From an optimization exercise on the open Yosys and OpenROAD flow, aimed at small area, a short achievable clock period and few clock cycles per item; shortcuts taken in it are not production practice.
Function was checked by simulation only, so behaviour that the tests miss may differ from the original.

## run 1
// dvn_sha256
module dvn_sha256 (
    input  wire         clk,
    input  wire         rst,         
    input  wire         in_valid,
    output wire         in_ready,
    input  wire [31:0]  in_data,
    input  wire         in_first,    
    output wire         out_valid,
    output wire [255:0] digest
);
    localparam [31:0] IV0 = 32'h6a09e667, IV1 = 32'hbb67ae85,
                      IV2 = 32'h3c6ef372, IV3 = 32'ha54ff53a,
                      IV4 = 32'h510e527f, IV5 = 32'h9b05688c,
                      IV6 = 32'h1f83d9ab, IV7 = 32'h5be0cd19;
    reg  [3:0]  ph;           
    reg  [1:0]  q;            
    reg         run;          
    reg         fresh;        
    reg  [3:0]  wcnt;         
    reg         pend_first;   
    reg         cur_first;    
    reg         rdy_q;
    reg         done_q;
    reg  [5:0]  kidx;         
    reg  [31:0] w [0:15];
    reg  [31:0] a, b, c, d, e, f, g, h;
    reg  [31:0] ha0, ha1, ha2, ha3;    
    reg  [31:0] he0, he1, he2, he3;    
    wire accept  = in_valid & rdy_q;
    wire q3      = (q == 2'd3);
    wire ph15    = (ph == 4'd15);
    reg  last;        
    reg  add_en;      
    reg  ld_iv;       
    reg  fold_h;      
    reg  fold_iv;     
  ...
clock: 20.0 ns
lec_check: 0
cap_margin: 20
core_margin: 2
core_utilization: 50
cts_cluster_diameter: 80
cts_cluster_size: 30
slew_margin: 20
standard.sh (not shown) runs the stock make flow with config.mk's settings and CLKGATE_MAP_FILE= SYNTH_SCRIPT=/design/flow/synth_recipe.tcl, a recipe that flattens the netlist after the stock synthesis.
==> flow/flow/run.sh <==
#!/bin/bash
set -euo pipefail
bash standard.sh SETUP_SLACK_MARGIN=${MARGIN:-14.2} \
  "BUFFER_PORTS_ARGS=-buffer_cell sky130_fd_sc_hd__buf_2" finish > flow.log 2>&1
Testbench counts of run 1, summed over its fixed seeds: cycles 24,712, blocks 384.
What run 2 does differently from run 1 at the input level:
- CTS_CLUSTER_SIZE removed (was 30)
- CTS_CLUSTER_DIAMETER removed (was 80)
==> flow/flow/run.sh <==
#!/bin/bash
set -euo pipefail
bash standard.sh SETUP_SLACK_MARGIN=${MARGIN:-14.8} \
  "BUFFER_PORTS_ARGS=-buffer_cell sky130_fd_sc_hd__buf_2" finish > flow.log 2>&1
--- outcome ---
The flow did not stop early for run 2: all stages ran, and the layout cleared the timing, design-rule and antenna checks. Compared with run 1, run 2 shows total length of routed wires that has gone up by a few percent. ha3[31] as the source of the critical timing path was reported by run 2, and e[10] by run 1. Compared run 2 vs run 1, and number of setup buffers added after CTS is up in run 2. Lower number of global-route vias before repair goes to run 1 over run 2. Diff run 1 -> run 2: global-route track usage on met2 grew by 1.7 points; count of clock-buffer cells in the layout rose by about 160%; total via count after detailed routing higher; design area now sits higher; register-to-register slack rose by 0.56 ns. | largest fanout on the critical path | run 2 vs run 1 | 3 lower |.
### run 2 -> run 3
- setting CTS_CLUSTER_DIAMETER to 80 for the first time
- setting CTS_CLUSTER_SIZE to 30 for the first time
==> flow/flow/run.sh <==
#!/bin/bash
set -euo pipefail
bash standard.sh SETUP_SLACK_MARGIN=${MARGIN:-14.65} \
  "BUFFER_PORTS_ARGS=-buffer_cell sky130_fd_sc_hd__buf_2" finish > flow.log 2>&1
==> run notes <==
Run 3: all stages complete, timing, DRC and antenna checks passed. Taking run 2 over run 3, the pin count of the biggest net entering global routing ratio works out to 1.5. Going from run 2 to run 3, setup slack fell by 0.079 ns; final core utilization fell by 4.9 points. Run 2 has higher wire length of the first global-routing pass than run 3. Hold slack was higher in run 3 than in run 2. Of run 3 and run 2, the lower number of clock buffers in the layout belongs to run 3.
[inputs] run 4 vs run 3
- CTS_CLUSTER_SIZE no longer set, was 30
- CTS_CLUSTER_DIAMETER no longer set, was 80
==> flow/flow/run.sh <==
#!/bin/bash
set -euo pipefail
bash standard.sh SETUP_SLACK_MARGIN=${MARGIN:-14.5} \
  "BUFFER_PORTS_ARGS=-buffer_cell sky130_fd_sc_hd__buf_2" finish > flow.log 2>&1
### Flow results
Of run 4 and run 3, the lower worst hold slack belongs to run 4.
Run 4 does better than run 3 on first-iteration DRC count.
Detailed-route vias per instance ends up lower on run 4.
The global-route wire length before repair reported for run 4 is greater than that of run 3 by 3100 um.
Run 4 -> run 3: area enclosed by the die boundary delta 0, exact match
Looking at timing startpoint of the critical path, the he1[25] result is from run 3; the he3[31] one comes from run 4.
When the final numbers for run 4 and run 3 were put side by side, the non-clock buffer share of cell area turned out to be greater in run 3.
Compared with run 3, run 4 shows a count of clock-buffer cells in the layout that is 88 higher.
Looking at met3 routing resource usage after global routing across run 4 and run 3, the one that comes out lower is run 3.
For detailed-placement wirelength estimate, run 4 and run 3 come out practically identical.
Total CTS buffers came out higher on run 4 than on run 3.

## re-timing with driven ports
How much do the figures lean on ideal ports? The routed layouts below were timed once more, with nothing changed but the port constraints.
Step 1 (the two cells are an assumption about what drives the block):
set clk [get_ports {clk}]
set_driving_cell -lib_cell sky130_fd_sc_hd__clkbuf_16 $clk
set_driving_cell -lib_cell sky130_fd_sc_hd__buf_2 [delete_from_list [all_inputs] $clk]
Step 2 moves the port delays by t, midway between the first and last clock arrival at a register: inputs arrive t later, outputs are due t later. That takes back most of the time a late clock gives input paths.
Three values: no drivers, after step 1, after step 2; two values: the first two.
run	shift t [ns]	slack for setup (ns)	hold WS [ns]	worst setup path after step 2	clock arrival spread, ns
run 1	0.775	14.323 / 14.323 / 14.311	0.310 / 0.310 / 0.310	input to register	0.052 / 0.052
run 2	0.780	14.748 / 14.678 / 14.616	0.287 / 0.287 / 0.287	input to register	0.056 / 0.057
run 3	0.769	14.668 / 14.593 / 14.544	0.326 / 0.326 / 0.326	input to register	0.038 / 0.038
run 4	0.800	14.502 / 14.426 / 14.323	0.306 / 0.306 / 0.306	input to register	0.065 / 0.065
After both steps every run listed still meets setup and hold. The setup slack of run 4, which loses most, moves by -0.076 ns with the drivers and by -0.179 ns with both steps.
